What follows belongs to an exercise in optimizing a design on an open flow for small area; a production flow would make more cautious choices. In this exercise RTL edits were held to simulation tests only and were not proved equivalent to the original. Power figures rest on the tool's default switching activity, not on a simulated workload.

==> design.v <==
module wc_rca #(parameter N = 8) (
    input  wire [N-1:0] a,
    input  wire [N-1:0] b,
    input  wire         ci,
    output wire [N-1:0] s,
    output wire         co
);
    wire [N:0] c;
    assign c[0] = ci;
    genvar i;
    generate
        for (i = 0; i < N; i = i + 1) begin : g_bit
            assign s[i]   = a[i] ^ b[i] ^ c[i];
            assign c[i+1] = (a[i] & b[i]) | (c[i] & (a[i] ^ b[i]));
        end
    endgenerate
    assign co = c[N];
endmodule
module wc_inc #(parameter N = 8) (
    input  wire [N-1:0] a,
    input  wire         ci,
    output wire [N-1:0] s,
    output wire         co
);
    wire [N:0] c;
    assign c[0] = ci;
    genvar i;
    generate
        for (i = 0; i < N; i = i + 1) begin : g_bit
            assign s[i]   = a[i] ^ c[i];
            assign c[i+1] = a[i] & c[i];
        end
    endgenerate
    assign co = c[N];
endmodule
module wc_gt #(parameter N = 8) (
    input  wire [N-1:0] a,
    input  wire [N-1:0] b,
    input  wire         ci,
    output wire         gt
);
    wire [N:0] c;
    assign c[0] = ci;
    genvar i;
    generate
        for (i = 0; i < N; i = i + 1) begin : g_bit
            assign c[i+1] = (a[i] & ~b[i]) | (c[i] & (a[i] | ~b[i]));
        end
    endgenerate
    assign gt = c[N];
endmodule
module win_compare (
    input  wire        clk,
    input  wire        rst,
    input  wire        cfg_we,
    input  wire [10:0] cfg_w,         
    input  wire [20:0] cfg_trms,      
    input  wire [20:0] cfg_tdc,       
    input  wire        restart,
    input  wire        in_valid,
    input  wire [24:0] in_m,
    input  wire [24:0] in_x,
    output reg         dec_valid,
    output wire        dec_rms_fail,
    output wire        dec_dc_fail,
    output wire        dec_rms_raise,
    output wire        dec_dc_raise,
    output wire [60:0] dec_sumsq,
    output wire [35:0] dec_sum
);
    reg  [10:0] w;
    reg  [20:0] trms, tdc;
    wire cfg_ok = cfg_we && cfg_w >= 11'd4 && cfg_w <= 11'd1024;
    wire clr    = restart || cfg_ok;
    wire take   = in_valid && !clr;
    always @(posedge clk) begin
        if (rst) begin
            w    <= 11'd36;
            trms <= 21'd66475;     
            tdc  <= 21'd21021;     
        end else if (cfg_ok) begin
            w    <= cfg_w;
            trms <= cfg_trms;
            tdc  <= cfg_tdc;
        end
    end
    wire [25:0] dsub;
    wire        dsub_co;
    wc_rca #(26) u_sub (.a({in_m[24], in_m}), .b(~{in_x[24], in_x}), .ci(1'b1),
                        .s(dsub), .co(dsub_co));
    wire        s_in = dsub[25];
    wire [24:0] dabs;
    wire        dabs_co;
    wc_inc #(25) u_abs (.a(dsub[24:0] ^ {25{s_in}}), .ci(s_in), .s(dabs), .co(dabs_co));
    reg  [24:0] dm;           
    reg         ds;           
    always @(posedge clk) begin
        if (take) begin
            dm <= dabs;
            ds <= s_in;
        end
    end
    reg  [9:0]  cnt;          
    reg         act;          
    reg  [3:0]  st;           
    reg         pend;         
    reg         fst;          
    reg         brk;          
    reg         prev_rms, prev_dc;
    wire [9:0]  cnt_inc;
    wire        cnt_co;
    wc_inc #(10) u_cnt (.a(cnt), .ci(1'b1), .s(cnt_inc), .co(cnt_co));
    wire        closes = ({cnt_co, cnt_inc} == w);
    wire [3:0]  st_inc;
    wire        st_co;
    wc_inc #(4) u_st (.a(st), .ci(1'b1), .s(st_inc), .co(st_co));
    wire        step_last = act && (st == 4'd14);
    always @(posedge clk) begin
        if (rst) begin
            cnt <= 10'd0;
            act <= 1'b0;
            st  <= 4'd0;
            pend <= 1'b0;
            fst  <= 1'b0;
            dec_valid <= 1'b0;
        end else begin
            dec_valid <= step_last && pend;
            if (clr)
                cnt <= 10'd0;
            else if (take)
                cnt <= closes ? 10'd0 : cnt_inc;
            if (take) begin
                act <= 1'b1;
                st  <= 4'd0;
                pend <= closes;
                fst  <= (cnt == 10'd0);
            end else begin
                if (act) st <= st_inc;
                if (step_last) act <= 1'b0;
                if (dec_valid) pend <= 1'b0;
            end
        end
    end
    reg  [3:0]  g;
    reg  [13:0] mc;
    always @(*) begin
        case (st)
            4'd0, 4'd3: g = dm[3:0];
            4'd1, 4'd4: g = dm[7:4];
            4'd2, 4'd5: g = dm[11:8];
            4'd6:       g = dm[15:12];
            4'd7:       g = dm[19:16];
            4'd8:       g = dm[23:20];
            4'd9:       g = {3'd0, dm[24]};
            default:    g = 4'd0;
        endcase
        if (st < 4'd3)      mc = {2'd0, dm[11:0]};
        else if (st < 4'd6) mc = {dm[24:12], 1'b0};
        else                mc = {1'b0, dm[24:12]};
    end
    reg  [59:0] rq;
    reg         cq;
    wire [24:0] ssum;
    wire        mask_lo = fst && (st == 4'd0);
    wire        mask_hi = fst && (st <= 4'd9);
    wire [23:0] rw = rq[23:0] & ~{{4{mask_hi}}, {20{mask_lo}}};
    wire pp_0_0 = mc[0] & g[0];
    wire pp_0_1 = mc[0] & g[1];
    wire pp_0_2 = mc[0] & g[2];
    wire pp_0_3 = mc[0] & g[3];
    wire pp_1_0 = mc[1] & g[0];
    wire pp_1_1 = mc[1] & g[1];
    wire pp_1_2 = mc[1] & g[2];
    wire pp_1_3 = mc[1] & g[3];
    wire pp_2_0 = mc[2] & g[0];
    wire pp_2_1 = mc[2] & g[1];
    wire pp_2_2 = mc[2] & g[2];
    wire pp_2_3 = mc[2] & g[3];
    wire pp_3_0 = mc[3] & g[0];
    wire pp_3_1 = mc[3] & g[1];
    wire pp_3_2 = mc[3] & g[2];
    wire pp_3_3 = mc[3] & g[3];
    wire pp_4_0 = mc[4] & g[0];
    wire pp_4_1 = mc[4] & g[1];
    wire pp_4_2 = mc[4] & g[2];
    wire pp_4_3 = mc[4] & g[3];
    wire pp_5_0 = mc[5] & g[0];
    wire pp_5_1 = mc[5] & g[1];
    wire pp_5_2 = mc[5] & g[2];
    wire pp_5_3 = mc[5] & g[3];
    wire pp_6_0 = mc[6] & g[0];
    wire pp_6_1 = mc[6] & g[1];
    wire pp_6_2 = mc[6] & g[2];
    wire pp_6_3 = mc[6] & g[3];
    wire pp_7_0 = mc[7] & g[0];
    wire pp_7_1 = mc[7] & g[1];
    wire pp_7_2 = mc[7] & g[2];
    wire pp_7_3 = mc[7] & g[3];
    wire pp_8_0 = mc[8] & g[0];
    wire pp_8_1 = mc[8] & g[1];
    wire pp_8_2 = mc[8] & g[2];
    wire pp_8_3 = mc[8] & g[3];
    wire pp_9_0 = mc[9] & g[0];
    wire pp_9_1 = mc[9] & g[1];
    wire pp_9_2 = mc[9] & g[2];
    wire pp_9_3 = mc[9] & g[3];
    wire pp_10_0 = mc[10] & g[0];
    wire pp_10_1 = mc[10] & g[1];
    wire pp_10_2 = mc[10] & g[2];
    wire pp_10_3 = mc[10] & g[3];
    wire pp_11_0 = mc[11] & g[0];
    wire pp_11_1 = mc[11] & g[1];
    wire pp_11_2 = mc[11] & g[2];
    wire pp_11_3 = mc[11] & g[3];
    wire pp_12_0 = mc[12] & g[0];
    wire pp_12_1 = mc[12] & g[1];
    wire pp_12_2 = mc[12] & g[2];
    wire pp_12_3 = mc[12] & g[3];
    wire pp_13_0 = mc[13] & g[0];
    wire pp_13_1 = mc[13] & g[1];
    wire pp_13_2 = mc[13] & g[2];
    wire pp_13_3 = mc[13] & g[3];
    wire ws_1 = pp_1_0 ^ pp_0_1 ^ rw[1];
    wire ws_2 = (pp_1_0 & pp_0_1) | (rw[1] & (pp_1_0 ^ pp_0_1));
    wire ws_3 = pp_2_0 ^ pp_1_1 ^ pp_0_2;
    wire ws_4 = (pp_2_0 & pp_1_1) | (pp_0_2 & (pp_2_0 ^ pp_1_1));
    wire ws_5 = pp_3_0 ^ pp_2_1 ^ pp_1_2;
    wire ws_6 = (pp_3_0 & pp_2_1) | (pp_1_2 & (pp_3_0 ^ pp_2_1));
    wire ws_7 = pp_4_0 ^ pp_3_1 ^ pp_2_2;
    wire ws_8 = (pp_4_0 & pp_3_1) | (pp_2_2 & (pp_4_0 ^ pp_3_1));
    wire ws_9 = pp_5_0 ^ pp_4_1 ^ pp_3_2;
    wire ws_10 = (pp_5_0 & pp_4_1) | (pp_3_2 & (pp_5_0 ^ pp_4_1));
    wire ws_11 = pp_6_0 ^ pp_5_1 ^ pp_4_2;
    wire ws_12 = (pp_6_0 & pp_5_1) | (pp_4_2 & (pp_6_0 ^ pp_5_1));
    wire ws_13 = pp_7_0 ^ pp_6_1 ^ pp_5_2;
    wire ws_14 = (pp_7_0 & pp_6_1) | (pp_5_2 & (pp_7_0 ^ pp_6_1));
    wire ws_15 = pp_8_0 ^ pp_7_1 ^ pp_6_2;
    wire ws_16 = (pp_8_0 & pp_7_1) | (pp_6_2 & (pp_8_0 ^ pp_7_1));
    wire ws_17 = pp_9_0 ^ pp_8_1 ^ pp_7_2;
    wire ws_18 = (pp_9_0 & pp_8_1) | (pp_7_2 & (pp_9_0 ^ pp_8_1));
    wire ws_19 = pp_10_0 ^ pp_9_1 ^ pp_8_2;
    wire ws_20 = (pp_10_0 & pp_9_1) | (pp_8_2 & (pp_10_0 ^ pp_9_1));
    wire ws_21 = pp_11_0 ^ pp_10_1 ^ pp_9_2;
    wire ws_22 = (pp_11_0 & pp_10_1) | (pp_9_2 & (pp_11_0 ^ pp_10_1));
    wire ws_23 = pp_12_0 ^ pp_11_1 ^ pp_10_2;
    wire ws_24 = (pp_12_0 & pp_11_1) | (pp_10_2 & (pp_12_0 ^ pp_11_1));
    wire ws_25 = pp_13_0 ^ pp_12_1 ^ pp_11_2;
    wire ws_26 = (pp_13_0 & pp_12_1) | (pp_11_2 & (pp_13_0 ^ pp_12_1));
    wire ws_27 = pp_13_1 ^ pp_12_2 ^ pp_11_3;
    wire ws_28 = (pp_13_1 & pp_12_2) | (pp_11_3 & (pp_13_1 ^ pp_12_2));
    wire ws_29 = pp_13_2 ^ pp_12_3 ^ rw[15];
    wire ws_30 = (pp_13_2 & pp_12_3) | (rw[15] & (pp_13_2 ^ pp_12_3));
    wire ws_31 = rw[2] ^ ws_3 ^ ws_2;
    wire ws_32 = (rw[2] & ws_3) | (ws_2 & (rw[2] ^ ws_3));
    wire ws_33 = pp_0_3 ^ rw[3] ^ ws_5;
    wire ws_34 = (pp_0_3 & rw[3]) | (ws_5 & (pp_0_3 ^ rw[3]));
    wire ws_35 = pp_1_3 ^ rw[4] ^ ws_7;
    wire ws_36 = (pp_1_3 & rw[4]) | (ws_7 & (pp_1_3 ^ rw[4]));
    wire ws_37 = pp_2_3 ^ rw[5] ^ ws_9;
    wire ws_38 = (pp_2_3 & rw[5]) | (ws_9 & (pp_2_3 ^ rw[5]));
    wire ws_39 = pp_3_3 ^ rw[6] ^ ws_11;
    wire ws_40 = (pp_3_3 & rw[6]) | (ws_11 & (pp_3_3 ^ rw[6]));
    wire ws_41 = pp_4_3 ^ rw[7] ^ ws_13;
    wire ws_42 = (pp_4_3 & rw[7]) | (ws_13 & (pp_4_3 ^ rw[7]));
    wire ws_43 = pp_5_3 ^ rw[8] ^ ws_15;
    wire ws_44 = (pp_5_3 & rw[8]) | (ws_15 & (pp_5_3 ^ rw[8]));
    wire ws_45 = pp_6_3 ^ rw[9] ^ ws_17;
    wire ws_46 = (pp_6_3 & rw[9]) | (ws_17 & (pp_6_3 ^ rw[9]));
    wire ws_47 = pp_7_3 ^ rw[10] ^ ws_19;
    wire ws_48 = (pp_7_3 & rw[10]) | (ws_19 & (pp_7_3 ^ rw[10]));
    wire ws_49 = pp_8_3 ^ rw[11] ^ ws_21;
    wire ws_50 = (pp_8_3 & rw[11]) | (ws_21 & (pp_8_3 ^ rw[11]));
    wire ws_51 = pp_9_3 ^ rw[12] ^ ws_23;
    wire ws_52 = (pp_9_3 & rw[12]) | (ws_23 & (pp_9_3 ^ rw[12]));
    wire ws_53 = pp_10_3 ^ rw[13] ^ ws_25;
    wire ws_54 = (pp_10_3 & rw[13]) | (ws_25 & (pp_10_3 ^ rw[13]));
    wire ws_55 = rw[14] ^ ws_27 ^ ws_26;
    wire ws_56 = (rw[14] & ws_27) | (ws_26 & (rw[14] ^ ws_27));
    wire ws_57 = pp_13_3 ^ rw[16] ^ ws_30;
    wire ws_58 = (pp_13_3 & rw[16]) | (ws_30 & (pp_13_3 ^ rw[16]));
    wire ws_59 = ws_4 ^ ws_33 ^ ws_32;
    wire ws_60 = (ws_4 & ws_33) | (ws_32 & (ws_4 ^ ws_33));
    wire ws_61 = ws_6 ^ ws_35 ^ ws_34;
    wire ws_62 = (ws_6 & ws_35) | (ws_34 & (ws_6 ^ ws_35));
    wire ws_63 = ws_8 ^ ws_37 ^ ws_36;
    wire ws_64 = (ws_8 & ws_37) | (ws_36 & (ws_8 ^ ws_37));
    wire ws_65 = ws_10 ^ ws_39 ^ ws_38;
    wire ws_66 = (ws_10 & ws_39) | (ws_38 & (ws_10 ^ ws_39));
    wire ws_67 = ws_12 ^ ws_41 ^ ws_40;
    wire ws_68 = (ws_12 & ws_41) | (ws_40 & (ws_12 ^ ws_41));
    wire ws_69 = ws_14 ^ ws_43 ^ ws_42;
    wire ws_70 = (ws_14 & ws_43) | (ws_42 & (ws_14 ^ ws_43));
    wire ws_71 = ws_16 ^ ws_45 ^ ws_44;
    wire ws_72 = (ws_16 & ws_45) | (ws_44 & (ws_16 ^ ws_45));
    wire ws_73 = ws_18 ^ ws_47 ^ ws_46;
    wire ws_74 = (ws_18 & ws_47) | (ws_46 & (ws_18 ^ ws_47));
    wire ws_75 = ws_20 ^ ws_49 ^ ws_48;
    wire ws_76 = (ws_20 & ws_49) | (ws_48 & (ws_20 ^ ws_49));
    wire ws_77 = ws_22 ^ ws_51 ^ ws_50;
    wire ws_78 = (ws_22 & ws_51) | (ws_50 & (ws_22 ^ ws_51));
    wire ws_79 = ws_24 ^ ws_53 ^ ws_52;
    wire ws_80 = (ws_24 & ws_53) | (ws_52 & (ws_24 ^ ws_53));
    wire ws_81 = ws_29 ^ ws_28 ^ ws_56;
    wire ws_82 = (ws_29 & ws_28) | (ws_56 & (ws_29 ^ ws_28));
    wire ws_83 = ws_55 ^ ws_54 ^ ws_80;
    wire ws_84 = (ws_55 & ws_54) | (ws_80 & (ws_55 ^ ws_54));
    wire ws_85 = rw[0] ^ pp_0_0;
    wire ws_86 = rw[0] & pp_0_0;
    wire ws_87 = ws_1 ^ ws_86;
    wire ws_88 = ws_1 & ws_86;
    wire ws_89 = ws_31 ^ ws_88;
    wire ws_90 = ws_31 & ws_88;
    wire ws_91 = ws_59 ^ ws_90;
    wire ws_92 = ws_59 & ws_90;
    wire ws_93 = ws_60 ^ ws_61 ^ ws_92;
    wire ws_94 = (ws_60 & ws_61) | (ws_92 & (ws_60 ^ ws_61));
    wire ws_95 = ws_62 ^ ws_63 ^ ws_94;
    wire ws_96 = (ws_62 & ws_63) | (ws_94 & (ws_62 ^ ws_63));
    wire ws_97 = ws_64 ^ ws_65 ^ ws_96;
    wire ws_98 = (ws_64 & ws_65) | (ws_96 & (ws_64 ^ ws_65));
    wire ws_99 = ws_66 ^ ws_67 ^ ws_98;
    wire ws_100 = (ws_66 & ws_67) | (ws_98 & (ws_66 ^ ws_67));
    wire ws_101 = ws_68 ^ ws_69 ^ ws_100;
    wire ws_102 = (ws_68 & ws_69) | (ws_100 & (ws_68 ^ ws_69));
    wire ws_103 = ws_70 ^ ws_71 ^ ws_102;
    wire ws_104 = (ws_70 & ws_71) | (ws_102 & (ws_70 ^ ws_71));
    wire ws_105 = ws_72 ^ ws_73 ^ ws_104;
    wire ws_106 = (ws_72 & ws_73) | (ws_104 & (ws_72 ^ ws_73));
    wire ws_107 = ws_74 ^ ws_75 ^ ws_106;
    wire ws_108 = (ws_74 & ws_75) | (ws_106 & (ws_74 ^ ws_75));
    wire ws_109 = ws_76 ^ ws_77 ^ ws_108;
    wire ws_110 = (ws_76 & ws_77) | (ws_108 & (ws_76 ^ ws_77));
    wire ws_111 = ws_78 ^ ws_79 ^ ws_110;
    wire ws_112 = (ws_78 & ws_79) | (ws_110 & (ws_78 ^ ws_79));
    wire ws_113 = ws_83 ^ ws_112;
    wire ws_114 = ws_83 & ws_112;
    wire ws_115 = ws_84 ^ ws_81 ^ ws_114;
    wire ws_116 = (ws_84 & ws_81) | (ws_114 & (ws_84 ^ ws_81));
    wire ws_117 = ws_82 ^ ws_57 ^ ws_116;
    wire ws_118 = (ws_82 & ws_57) | (ws_116 & (ws_82 ^ ws_57));
    wire ws_119 = ws_58 ^ rw[17] ^ ws_118;
    wire ws_120 = (ws_58 & rw[17]) | (ws_118 & (ws_58 ^ rw[17]));
    wire ws_121 = rw[18] ^ ws_120;
    wire ws_122 = rw[18] & ws_120;
    wire ws_123 = rw[19] ^ ws_122;
    wire ws_124 = rw[19] & ws_122;
    wire ws_125 = rw[20] ^ cq ^ ws_124;
    wire ws_126 = (rw[20] & cq) | (ws_124 & (rw[20] ^ cq));
    wire ws_127 = rw[21] ^ ws_126;
    wire ws_128 = rw[21] & ws_126;
    wire ws_129 = rw[22] ^ ws_128;
    wire ws_130 = rw[22] & ws_128;
    wire ws_131 = rw[23] ^ ws_130;
    wire ws_132 = rw[23] & ws_130;
    assign ssum = {ws_132, ws_131, ws_129, ws_127, ws_125, ws_123, ws_121, ws_119, ws_117, ws_115, ws_113, ws_111, ws_109, ws_107, ws_105, ws_103, ws_101, ws_99, ws_97, ws_95, ws_93, ws_91, ws_89, ws_87, ws_85};
    wire [59:0] rq_t = {rq[59:24], ssum[23:0]};
    reg  [35:0] rd;
    reg         cd;
    wire [3:0]  dsum;
    wire        dsum_co;
    wc_rca #(4) u_dc (.a(rd[3:0] & {4{!fst}}), .b(g ^ {4{ds}}), .ci(cd), .s(dsum), .co(dsum_co));
    wire        d_on = (st >= 4'd3) && (st <= 4'd11);
    always @(posedge clk) begin
        if (take) begin
            cq <= 1'b0;
            cd <= s_in;
        end else if (act) begin
            rq <= {rq_t[3:0], rq_t[59:4]};
            cq <= ssum[24];
            if (d_on) begin
                rd <= {dsum, rd[35:4]};
                cd <= dsum_co;
            end
        end
    end
    reg  [51:0] lr;
    reg  [31:0] ld;
    reg         lreq, lbusy;
    reg  [5:0]  lc;
    wire        stage1 = (lc < 6'd11);
    wire [20:0] lh = stage1 ? (lr[31:11] & {21{lc != 6'd0}}) : lr[51:31];
    wire        lb = stage1 ? w[lc[3:0]] : lr[0];
    wire [20:0] lsum;
    wire        lsum_co;
    wc_rca #(21) u_lr (.a(lh), .b(trms & {21{lb}}), .ci(1'b0), .s(lsum), .co(lsum_co));
    wire [10:0] dsum2;
    wire        dsum2_co;
    wc_rca #(11) u_ld (.a(ld[31:21]), .b(w & {11{ld[0]}}), .ci(1'b0), .s(dsum2), .co(dsum2_co));
    wire [5:0]  lc_inc;
    wire        lc_co;
    wc_inc #(6) u_lc (.a(lc), .ci(1'b1), .s(lc_inc), .co(lc_co));
    always @(posedge clk) begin
        if (rst) begin
            lreq  <= 1'b1;
            lbusy <= 1'b0;
            lc    <= 6'd0;
        end else if (cfg_ok) begin
            lreq  <= 1'b1;
            lbusy <= 1'b0;
        end else if (lreq && !pend) begin
            lreq  <= 1'b0;
            lbusy <= 1'b1;
            lc    <= 6'd0;
        end else if (lbusy) begin
            lc <= lc_inc;
            if (lc == 6'd41) lbusy <= 1'b0;
        end
    end
    always @(posedge clk) begin
        if (!rst && !cfg_ok && lreq && !pend) begin
            ld <= {11'd0, tdc};
        end else if (!rst && !cfg_ok && lbusy) begin
            if (stage1)
                lr <= {20'd0, lsum_co, lsum, lr[10:1]};
            else
                lr <= {lsum_co, lsum, lr[30:1]};
            if (lc < 6'd21)
                ld <= {dsum2_co, dsum2, ld[20:1]};
        end
    end
    reg  [3:0]  lr_dig, ld_dig;
    always @(*) begin
        case (st)
            4'd0:  lr_dig = lr[3:0];
            4'd1:  lr_dig = lr[7:4];
            4'd2:  lr_dig = lr[11:8];
            4'd3:  lr_dig = lr[15:12];
            4'd4:  lr_dig = lr[19:16];
            4'd5:  lr_dig = lr[23:20];
            4'd6:  lr_dig = lr[27:24];
            4'd7:  lr_dig = lr[31:28];
            4'd8:  lr_dig = lr[35:32];
            4'd9:  lr_dig = lr[39:36];
            4'd10: lr_dig = lr[43:40];
            4'd11: lr_dig = lr[47:44];
            4'd12: lr_dig = lr[51:48];
            default: lr_dig = 4'd0;
        endcase
        case (st)
            4'd3:  ld_dig = ld[3:0];
            4'd4:  ld_dig = ld[7:4];
            4'd5:  ld_dig = ld[11:8];
            4'd6:  ld_dig = ld[15:12];
            4'd7:  ld_dig = ld[19:16];
            4'd8:  ld_dig = ld[23:20];
            4'd9:  ld_dig = ld[27:24];
            4'd10: ld_dig = ld[31:28];
            default: ld_dig = 4'd0;
        endcase
    end
    reg         gt_rms;       
    reg         gt_pos;       
    reg         gt_neg;       
    wire        st0 = (st == 4'd0);
    wire        st3 = (st == 4'd3);
    wire        c_rms, c_pos, c_neg;
    wc_gt #(4) u_crms (.a(ssum[3:0]), .b(lr_dig), .ci(gt_rms && !st0), .gt(c_rms));
    wc_gt #(4) u_cpos (.a(dsum),      .b(ld_dig), .ci(gt_pos && !st3), .gt(c_pos));
    wc_gt #(4) u_cneg (.a(~dsum),     .b(ld_dig), .ci(gt_neg || st3),  .gt(c_neg));
    always @(posedge clk) begin
        if (act) begin
            gt_rms <= c_rms;
            if (d_on) begin
                gt_pos <= c_pos;
                gt_neg <= c_neg;
            end
        end
    end
    assign dec_rms_fail  = gt_rms;
    assign dec_dc_fail   = rd[35] ? gt_neg : gt_pos;
    assign dec_rms_raise = dec_rms_fail && prev_rms;
    assign dec_dc_raise  = dec_dc_fail && prev_dc;
    assign dec_sumsq     = {1'b0, rq};
    assign dec_sum       = rd;
    always @(posedge clk) begin
        if (rst) begin
            prev_rms <= 1'b0;
            prev_dc  <= 1'b0;
            brk      <= 1'b0;
        end else if (dec_valid) begin
            prev_rms <= dec_rms_fail && !(brk || clr);
            prev_dc  <= dec_dc_fail && !(brk || clr);
            brk      <= 1'b0;
        end else if (clr) begin
            if (pend) brk <= 1'b1;
            else begin
                prev_rms <= 1'b0;
                prev_dc  <= 1'b0;
            end
        end
    end
endmodule
==> flow/run.sh <==
#!/bin/bash
# The standard layout, with every input and output port buffered by the
# smallest buffer (buf_1) instead of the one buffer_ports picks by default,
# and a clock tree of clkbuf_8 leaf clusters without dummy loads.
set -euo pipefail
export BUFFER_PORTS_ARGS="-buffer_cell sky130_fd_sc_hd__buf_1"
export CTS_ARGS="-sink_clustering_enable -repair_clock_nets -buf_list sky130_fd_sc_hd__clkbuf_8 -sink_clustering_size 15 -sink_clustering_max_diameter 70 -dont_use_dummy_load"
bash standard.sh "BUFFER_PORTS_ARGS=$BUFFER_PORTS_ARGS" "CTS_ARGS=$CTS_ARGS" finish > standard_make.log 2>&1
==> standard.sh <==
#!/bin/bash
# synth_recipe.tcl (not shown) runs the flow's synth.tcl, then flattens the netlist and writes it again
# the make line also repeats each setting of config.mk as NAME=value (left out here)
make -C /OpenROAD-flow-scripts/flow DESIGN_CONFIG=/design/flow/config.mk WORK_HOME=/design/flow/orfs CLKGATE_MAP_FILE= SYNTH_SCRIPT=/design/flow/synth_recipe.tcl "${@:-finish}"
==> config.mk <==
export PLATFORM = sky130hd
export DESIGN_NAME = win_compare
export DESIGN_NICKNAME = win_compare
export VERILOG_FILES = /design/flow/design.v
export SDC_FILE = /design/flow/constraint.sdc
export NUM_CORES = 4
export LEC_CHECK = 0
export CAP_MARGIN = 20
export CORE_MARGIN = 2
export CORE_UTILIZATION = 65
export CTS_BUF_LIST = sky130_fd_sc_hd__clkbuf_8
export CTS_CLUSTER_DIAMETER = 60
export CTS_CLUSTER_SIZE = 12
export SLEW_MARGIN = 20
==> constraint.sdc <==
create_clock -name core_clock -period 20.0 [get_ports {clk}]
set_input_delay 4.0000 -clock core_clock [delete_from_list [all_inputs] [get_ports {clk}]]
set_output_delay 4.0000 -clock core_clock [all_outputs]
set_load 0.01 [all_outputs]
==> results of run 1 <==
power by group:
part / switching [mW] / internal [mW]
sequential: 0.0290 / 0.723
clock: 0.187 / 0.107
combinational: 0.271 / 0.182
path summary, 6_finish.rpt:
path | start | to | slack (ns) | depth (start not counted)
setup / recovery | in_m[0] | dm[24] | 1.94 | 55
hold reg to reg | rd[28] | rd[24] | 0.45 | 0
hold / removal | rd[28] | rd[24] | 0.45 | 0
setup reg to reg | lc[0] | lr[30] | 8.45 | 30
worst max-delay path, delay by kind of cell:
kind	cells	cell delay (ns)
xor+xnor	3	0.40
buf+inv	4	0.23
fa+ha+maj	48	13.73
cell usage in the layout (no fill, tap or decap), types with 22 or more instances in the layout:
| master | instances |
|---|---|
| dfxtp_1 | 94 |
| mux2_2 | 24 |
| nor2_1 | 96 |
| a21oi_1 | 69 |
| nand2_1 | 262 |
| fa_1 | 114 |
| mux2i_1 | 35 |
| nor2b_1 | 32 |
| inv_1 | 135 |
| buf_1 | 207 |
| ha_1 | 58 |
| edfxtp_1 | 199 |
| nand3_1 | 29 |
| and2_1 | 39 |
| xor2_1 | 26 |
| clkbuf_8 | 24 |
| buf_4 | 22 |
final cells by class:
class / count / area, sq um / area share
repair buffers: 230 / 947 / 0.0533
multi-input cells: 980 / 7700 / 0.434
inverters: 136 / 510 / 0.0288
clock buffers: 24 / 330 / 0.0186
well taps: 330 / 413 / 0.0233
flip-flops and latches: 293 / 7860 / 0.443
registers in the layout (all words and copies together), names as in the netlist, 4 cells and up:
name	cells
ld	32
lc	6
w	11
rd	36
tdc	21
trms	21
rq	60
lr	52
st	4
cnt	10
dm	25
kinds of logic (layout without fill, tap and decap cells):
logic type / count (synthesis) / after routing / share of synthesized area
simple gates: 532 / 532 / 0.149
buf+inv: 214 / 390 / 0.0503
compound gates: 159 / 159 / 0.0629
other cells: 1 / 1 / 0.000230
fa+ha+maj: 184 / 184 / 0.192
mux: 62 / 62 / 0.0421
flops: 293 / 293 / 0.481
xor+xnor: 42 / 42 / 0.0225
per-layer routing:
layer,vias to the layer above,GRT usage,wire length [microns]
li1,5320,-,-
met5,-,0,0
met1,5420,0.374,15100
met2,395,0.469,17400
met3,63,0.0476,2550
met4,0,0.0752,907
through the flow:
| step | std cells | utilization | power [mW] | worst slack [ns] | hold WS, ns |
|---|---|---|---|---|---|
| after floorplan | 1487 | - | 1.07 | 1.64 | 0.426 |
| after global placement | 1969 | 0.698 | 1.20 | 1.80 | 0.429 |
| after detailed placement | 1969 | 0.698 | 1.22 | 1.39 | 0.431 |
| after CTS | 1993 | 0.711 | 1.51 | 1.92 | 0.452 |
| after global routing | 1993 | 0.711 | 1.61 | 1.39 | 0.458 |
| final | 1993 | 0.711 | 1.50 | 1.94 | 0.453 |
==> summary.txt, run 1 <==
Slew Limit Headroom=0.359; dpl hpwl=26.6 mm; vias in the first global route=11177; Post-DP Area=roughly 0.017 sq mm; grt ovf=0; cts bufs inserted=24; Post-synth ARST share=0; Crit path largest cell delay=between 0.4 and 0.5 ns; gr usage total=0.277; crit start category=input pin; H-tree levels=1; Initial Util=0.655; DR pass1 iterations=6; status=timing/DRC/antenna clean; Ant. Diodes=0; initial antenna violation count=0; Crit path arrival time=18.34 ns; Hold Crit Class=flop to flop; max_cap viols=0; post-CTS setup buffers=0; CTS tree=yes; part of the cycle the worst path needs=0.903; Mapped Area=~0.016 sq mm; Setup Skew=~0.053 ns; pwr dens=about 84 mW/mm^2; insertion delay to the later sink of the worst-skew pair=0.57 ns; Synth-to-Final Area Change=8.67%; largest net degree at the start of global routing=74; most numerous cell in the Yosys netlist=nand2_1; setup tns final=0 ns; Critical Path RT=between 20 and 25 ns; Placer Congestion=a little under 0.9; Vias/cell=around 5.6; Crit. End Element=flop; initial DRC count=1026; Core ar.=between 0.02 and 0.025 sq mm; # rows=58; CTS Hold Buffers Added=0; fin nets=~1900; CP Max Fanout=5; die area=between 0.02 and 0.03 sq mm; post-synthesis cell type count=between 50 and 60; height of the die=163 microns; final setup fails=0; share of the synthesized area in the top cell type=0.366; Synthesized Nets=1767; root buffer cell=clkbuf_8; final hold vios=0; synth warn=1; CTS-repair resized insts=0; DR DRC count=0; fmax=55.4 MHz; CP max-delay cell=fa_1; sequential cell area fraction in the yosys report=0.481; CP Class=input pin to flop; post-synthesis register bit count=roughly 290; Die X-Extent=roughly 160 microns; Tightest Pin Transition=0.948 ns; # IOs=210; Routed Antenna Nets=0; RSZ-0062 raised after global routing=false; post-route cell area=~0.018 sq mm; cell taking the most area after synthesis=edfxtp_1; Synth area leaders=edfxtp_1, fa_1, dfxtp_1; commonest register cell after synthesis=edfxtp_1; synth cell count leaders=nand2_1, edfxtp_1, inv_1; syn avg cell area=roughly 11 sq um; Post-Synthesis Cells=about 1500; share of cells above drive strength 1=0.0577; fill cell count=around 1900; Port Buffer Count=approximately 210; first-pass GRT wire length=57.6 mm; Pins Over Slew Limit=0; CTS clk-pin slew, worst paths=0.09 ns; VDD IR max=0.0854 mV; EDFF count, synth=between 150 and 200; routed wire length=approximately 36 mm; Clock Path Buffers=3; Sink Count=~290; LEAKAGE=7.09 nW; DR WL/cell=18.0 microns; via count=around 11000; Final min period=18.06 ns
==> run 2, diff against run 1 <==
--- a/config.mk
+++ b/config.mk
@@ -8,7 +8,4 @@
 export CAP_MARGIN = 20
 export CORE_MARGIN = 2
 export CORE_UTILIZATION = 65
-export CTS_BUF_LIST = sky130_fd_sc_hd__clkbuf_8
-export CTS_CLUSTER_DIAMETER = 60
-export CTS_CLUSTER_SIZE = 12
 export SLEW_MARGIN = 20
==> summary.txt, run 2 <==
post-route cell area=0.0178 sq mm (unchanged); Synth area leaders=edfxtp_1, fa_1, dfxtp_1 (unchanged); via count=11198 (unchanged); footprint of the multi-input gates=0.00770 sq mm (unchanged); root buffer cell=clkbuf_8 (unchanged); Post-synth ARST share=0 (unchanged); most numerous cell in the Yosys netlist=nand2_1 (unchanged); DR pass1 iterations=6 (unchanged); Core ar.=0.0250 sq mm (unchanged); crit start category=input pin (unchanged); syn avg cell area=11.0 sq um (unchanged); leading cell types in the layout, fill and taps excluded=nand2_1, buf_1, edfxtp_1, inv_1, fa_1 (unchanged); Setup Skew=0.0530 ns (unchanged); fill cell count=1901 (unchanged); EDFF count, synth=199 (unchanged); Routed Antenna Nets=0 (unchanged); Synthesized Nets=1767 (unchanged); commonest register cell after synthesis=edfxtp_1 (unchanged); setup tns final=0 ns (unchanged); CTS clk-pin slew, worst paths=0.09 ns (about the same); Setup WS pre-CTS=1.39 ns (unchanged); Clock Path Buffers=3 (unchanged); VDD IR max=0.0854 mV (unchanged); # IOs=210 (unchanged); Initial Util=0.655 (unchanged); final core occ=0.711 (unchanged); DR DRC count=0 (unchanged); DR WL/cell=18.0 microns (unchanged); Largest Register=rq (unchanged); synth cell count leaders=nand2_1, edfxtp_1, inv_1 (unchanged); post-synthesis cell type count=58 (unchanged); CTS-repair resized insts=0 (unchanged); dpl hpwl=26.6 mm (unchanged); grt ovf=0 (unchanged); fin nets=1945 (unchanged); CTS Hold Buffers Added=0 (unchanged); cts bufs inserted=24 (unchanged); Final min period=18.06 ns (unchanged); Die X-Extent=163 microns (unchanged); Hold Crit Class=flop to flop (unchanged); CP Max Fanout=5 (unchanged); H-tree levels=1 (unchanged); Critical Path RT=20.28 ns (about the same); CP Class=input pin to flop (unchanged); final hold vios=0 (unchanged); share of the synthesized area in the top cell type=0.366 (unchanged); Synth-to-Final Area Change=8.67% (unchanged); Pins Over Slew Limit=0 (unchanged); largest registers=rq (60), lr (52), rd (36) (unchanged); fin cells=1993 (unchanged); most common cell after layout, fill and taps aside=nand2_1 (unchanged); hold depth=0 (unchanged); post-synthesis register bit count=293 (unchanged); Vias/cell=5.62 (unchanged); Mapped Area=0.0163 sq mm (unchanged); cell taking the most area after synthesis=edfxtp_1 (unchanged); max_cap viols=0 (unchanged); die area=0.0264 sq mm (unchanged); part of the cycle the worst path needs=0.903 (unchanged); FF-to-FF path depth=30 (unchanged); CTS tree=yes (unchanged); Placer Congestion=0.870 (unchanged); pwr dens=84.4 mW/mm^2 (unchanged); gr usage total=0.277 (unchanged); routed wire length=36.0 mm (unchanged); sequential cell area fraction in the yosys report=0.481 (unchanged); post-CTS setup buffers=0 (unchanged); Slew Limit Headroom=0.359 (unchanged); height of the die=163 microns (unchanged); placed cell count=1969 (unchanged); initial DRC count=1026 (unchanged); LEAKAGE=7.09 nW (unchanged); Post-DP Area=0.0174 sq mm (unchanged); # rows=58 (unchanged); max reg flops=60 (unchanged); first-pass GRT wire length=57.6 mm (unchanged); Port Buffer Count=208 (unchanged); RSZ-0062 raised after global routing=false (unchanged); Ant. Diodes=0 (unchanged); final setup fails=0 (unchanged); Buf+Inv Stages, Crit Path=4 (unchanged); Sink Count=293 (unchanged); Crit path arrival time=18.34 ns (about the same); WP depth=55 (unchanged); CP max-delay cell=fa_1 (unchanged); hold_ws=0.453 ns (unchanged); PnR worst setup slack=1.94 ns (unchanged); insertion delay to the later sink of the worst-skew pair=0.57 ns (about the same); Crit path max-delay family=adder cells (unchanged); fmax=55.4 MHz (unchanged); largest net degree at the start of global routing=74 (unchanged); status=timing/DRC/antenna clean (unchanged); initial antenna violation count=0 (unchanged); vias in the first global route=11177 (unchanged); Tightest Pin Transition=0.948 ns (unchanged); Crit path largest cell delay=0.42 ns (about the same); Post-Synthesis Cells=1487 (unchanged); total power draw=1.50 mW (unchanged); share of cells above drive strength 1=0.0577 (unchanged); synth warn=1 (unchanged); Crit. End Element=flop (unchanged); register area=0.00786 sq mm (unchanged)
[run 2: cell counts after synthesis]
Identical to the previous run, type by type.
[run 2: final timing paths]
path / from / slack, ns / to
setup / recovery: in_m[0] / 1.94 / dm[24]
hold reg to reg: rd[28] / 0.45 / rd[24]
setup reg to reg: lc[0] / 8.45 / lr[30]
hold / removal: rd[28] / 0.45 / rd[24]
[run 2: power by group]
group	switching [mW]	internal, mW
registers	0.0290	0.723
logic	0.271	0.182
clock network	0.187	0.107
total	0.486	1.01
[run 2: routing by layer]
layer	wire length, microns	GRT usage
met3	2550	0.0476
met2	17400	0.469
met4	907	0.0752
met5	0	0
met1	15100	0.374
[run 2: final cells by class]
type | count | share of cell area
flip-flops and latches | 293 | 0.443
multi-input cells | 980 | 0.434
repair buffers | 230 | 0.0533
inverters | 136 | 0.0288
well taps | 330 | 0.0233
clock buffers | 24 | 0.0186
[run 2: kinds of logic after synthesis]
group	count (synthesis)	share of synthesized area
xor gates and xnor gates	42	0.0225
buffers and inverters	214	0.0503
adders and majority gates	184	0.192
other	1	0.000230
AOI/OAI and AO/OA	159	0.0629
DFF	293	0.481
and+or+nand+nor	532	0.149
muxes	62	0.0421
==> run 3, diff against run 2 <==
--- a/config.mk
+++ b/config.mk
@@ -7,5 +7,5 @@
 export LEC_CHECK = 0
 export CAP_MARGIN = 20
 export CORE_MARGIN = 2
-export CORE_UTILIZATION = 65
+export CORE_UTILIZATION = 80
 export SLEW_MARGIN = 20
==> summary.txt, run 3 <==
post-synthesis register bit count=293 (unchanged); synth cell count leaders=nand2_1, edfxtp_1, inv_1 (unchanged); Vias/cell=6.15 (was 5.62); height of the die=147 microns (was 163 microns); initial antenna violation count=0 (unchanged); adder and majority gate portion of the synthesized area=0.192 (unchanged); CP Class=input pin to flop (unchanged); Die X-Extent=147 microns (was 163 microns); CTS-repair resized insts=0 (unchanged); die area=0.0216 sq mm (was 0.0264 sq mm); final hold vios=0 (unchanged); cts bufs inserted=24 (unchanged); Port Buffer Count=208 (unchanged); routed wire length=38.8 mm (was 36.0 mm); share of cells above drive strength 1=0.0566 (was 0.0577); synth warn=1 (unchanged); Hold Crit Class=flop to flop (unchanged); H-tree levels=1 (unchanged); post-route cell area=0.0177 sq mm (was 0.0178 sq mm); largest registers=rq (60), lr (52), rd (36) (unchanged); # IOs=210 (unchanged); most common cell after layout, fill and taps aside=nand2_1 (unchanged); Final min period=18.39 ns (was 18.06 ns); fin cells=1931 (was 1993); met1 usage in global routing=0.469 (was 0.374); Clock Path Buffers=3 (unchanged); Mapped Area=0.0163 sq mm (unchanged); Crit path largest cell delay=0.53 ns (was 0.42 ns); Tightest Pin Transition=0.977 ns (was 0.948 ns); commonest register cell after synthesis=edfxtp_1 (unchanged); DR DRC count=0 (unchanged); DR WL/cell=20.1 microns (was 18.0 microns); status=timing/DRC/antenna clean (unchanged); VDD IR max=0.0648 mV (was 0.0854 mV); cell taking the most area after synthesis=edfxtp_1 (unchanged); Critical Path RT=20.28 ns (about the same); sequential cell area fraction in the yosys report=0.481 (unchanged); post-CTS setup buffers=0 (unchanged); setup tns final=0 ns (unchanged); CTS Hold Buffers Added=0 (unchanged); first-pass GRT wire length=61.7 mm (was 57.6 mm); gr busiest metal=met2 (unchanged); Initial Util=0.810 (was 0.655); max reg flops=60 (unchanged); Post-DP Area=0.0173 sq mm (was 0.0174 sq mm); Synth Area in Simple Gates=0.149 (unchanged); grt ovf=0 (unchanged); Setup Skew=0.0444 ns (was 0.0530 ns); EDFF count, synth=199 (unchanged); LEAKAGE=7.08 nW (was 7.09 nW); dpl hpwl=28.8 mm (was 26.6 mm); Pins Over Slew Limit=0 (unchanged); Ant. Diodes=0 (unchanged); Core ar.=0.0202 sq mm (was 0.0250 sq mm); Slew Limit Headroom=0.347 (was 0.359); largest family of logic cells by synthesized area=adder cells (unchanged); Crit. End Element=flop (unchanged); post-synthesis compound-gate area fraction=0.0629 (unchanged); max_cap viols=0 (unchanged); vias in the first global route=12119 (was 11177); grt met3 use=0.0612 (was 0.0476); final setup fails=0 (unchanged); Post-Synthesis Cells=1487 (unchanged); pwr dens=86.8 mW/mm^2 (was 84.4 mW/mm^2); Sink Count=293 (unchanged); insertion delay to the later sink of the worst-skew pair=0.56 ns (was 0.57 ns); Crit path arrival time=18.68 ns (was 18.34 ns); gr usage total=0.366 (was 0.277); leading cell types in the layout, fill and taps excluded=nand2_1, buf_1, edfxtp_1, inv_1, fa_1 (unchanged); CTS clk-pin slew, worst paths=0.09 ns (about the same); initial DRC count=1299 (was 1026); DR pass1 iterations=6 (unchanged); CP max-delay cell=fa_1 (unchanged); Largest Register=rq (unchanged); fin nets=1943 (was 1945); Synth-to-Final Area Change=8.12% (was 8.67%); post-synthesis xor/xnor area fraction=0.0225 (unchanged); crit start category=input pin (unchanged); post-synthesis cell type count=58 (unchanged); via count=11879 (was 11198); # rows=52 (was 58); Synthesized Nets=1767 (unchanged); syn avg cell area=11.0 sq um (unchanged); Synth area leaders=edfxtp_1, fa_1, dfxtp_1 (unchanged); RSZ-0062 raised after global routing=false (unchanged); fmax=54.4 MHz (was 55.4 MHz); part of the cycle the worst path needs=0.920 (was 0.903); most numerous cell in the Yosys netlist=nand2_1 (unchanged); CTS tree=yes (unchanged); Placer Congestion=0.879 (was 0.870); placed cell count=1907 (was 1969); met2 usage=0.637 (was 0.469); multiplexer share of the synthesized area=0.0421 (unchanged); Post-synth ARST share=0 (unchanged); CP Max Fanout=10 (was 5); share of the synthesized area in the top cell type=0.366 (unchanged); root buffer cell=clkbuf_8 (unchanged); largest net degree at the start of global routing=74 (unchanged); Routed Antenna Nets=0 (unchanged)
[run 3: cell count changes in the layout (fill, tap and decap cells not counted)]
cell / delta
buf_4: -2
[run 3: worst paths after layout]
| path | startpoint | slack (ns) | end | cells after the start |
|---|---|---|---|---|
| worst min-delay path | rd[13] | 0.45 | rd[9] | 0 |
| worst max register to register | lc[0] | 8.56 | lr[30] | 32 |
| worst min register to register | rd[13] | 0.45 | rd[9] | 0 |
| worst max-delay path | in_m[0] | 1.61 | dm[24] | 55 |
[run 3: metrics by stage]
| stage | hold WS, ns | utilization | power [mW] | worst slack, ns |
|---|---|---|---|---|
| 2_1_floorplan | 0.426 | - | 1.07 | 1.64 |
| 3_3_place_gp | 0.427 | 0.859 | 1.19 | 1.64 |
| 3_5_place_dp | 0.432 | 0.859 | 1.25 | 1.14 |
| 4_1_cts | 0.452 | 0.876 | 1.53 | 1.62 |
| 5_1_grt | 0.462 | 0.876 | 1.61 | 1.13 |
| 6_report | 0.453 | 0.876 | 1.53 | 1.61 |
[run 3: critical path: cells and delay by family]
family,cells,cell delay [ns]
adders and majority gates,48,13.98
buffers and inverters,4,0.28
xor gates and xnor gates,3,0.41
[run 3: area by class of cell]
class	instances	area, sq um
flip-flops and latches	293	7860
repair buffers	228	932
clock buffers	24	330
fillers	1022	2500
well taps	270	338
multi-input cells	980	7700
inverters	136	510
[run 3: layer usage]
| metal | vias to the layer above | part of all wire |
|---|---|---|
| met5 | - | 0 |
| met4 | 0 | 0.041 |
| met3 | 130 | 0.092 |
| met2 | 684 | 0.51 |
| met1 | 5760 | 0.35 |
| li1 | 5305 | - |
[run 3: kinds of logic (layout without fill, tap and decap cells)]
family / count (synthesis) / count (layout)
other: 1 / 1
buffers and inverters: 214 / 388
DFF: 293 / 293
adders and majority gates: 184 / 184
muxes: 62 / 62
and+or+nand+nor: 532 / 532
xor gates and xnor gates: 42 / 42
AOI/OAI and AO/OA: 159 / 159
[run 3: power by group]
| part | leakage (nW) | total, mW | switching (mW) | internal, mW |
|---|---|---|---|---|
| clock network | 0.173 | 0.289 | 0.181 | 0.107 |
| logic | 4.31 | 0.491 | 0.302 | 0.189 |
| registers | 2.60 | 0.753 | 0.0304 | 0.723 |
| total | 7.08 | 1.53 | 0.514 | 1.02 |

[port drivers added, routing unchanged]
In the flow no input, the clock included, has a driving cell. The finished layouts below were timed again as built, in two steps. Step 1 sets driving cells, clkbuf_16 on the clock port and buf_2 on the other inputs (assumed; they add their load-dependent delay and slew). Step 2 adds t to the input delays and takes it off the output delays; t is the mean of the earliest and latest rising clock arrival at the registers after step 1. Input paths then give back, and output paths get back, about the clock's delay inside the block. Slacks: ideal ports / drivers / drivers and shift; pairs: ideal ports / drivers.
run	t, ns	setup WS [ns]	worst setup path after step 2
run 1	0.594	1.942 / 1.967 / 1.373	input to register
run 2	0.594	1.942 / 1.967 / 1.373	input to register
run 3	0.591	1.609 / 1.634 / 1.043	input to register
After both steps setup and hold are still met in every run listed.
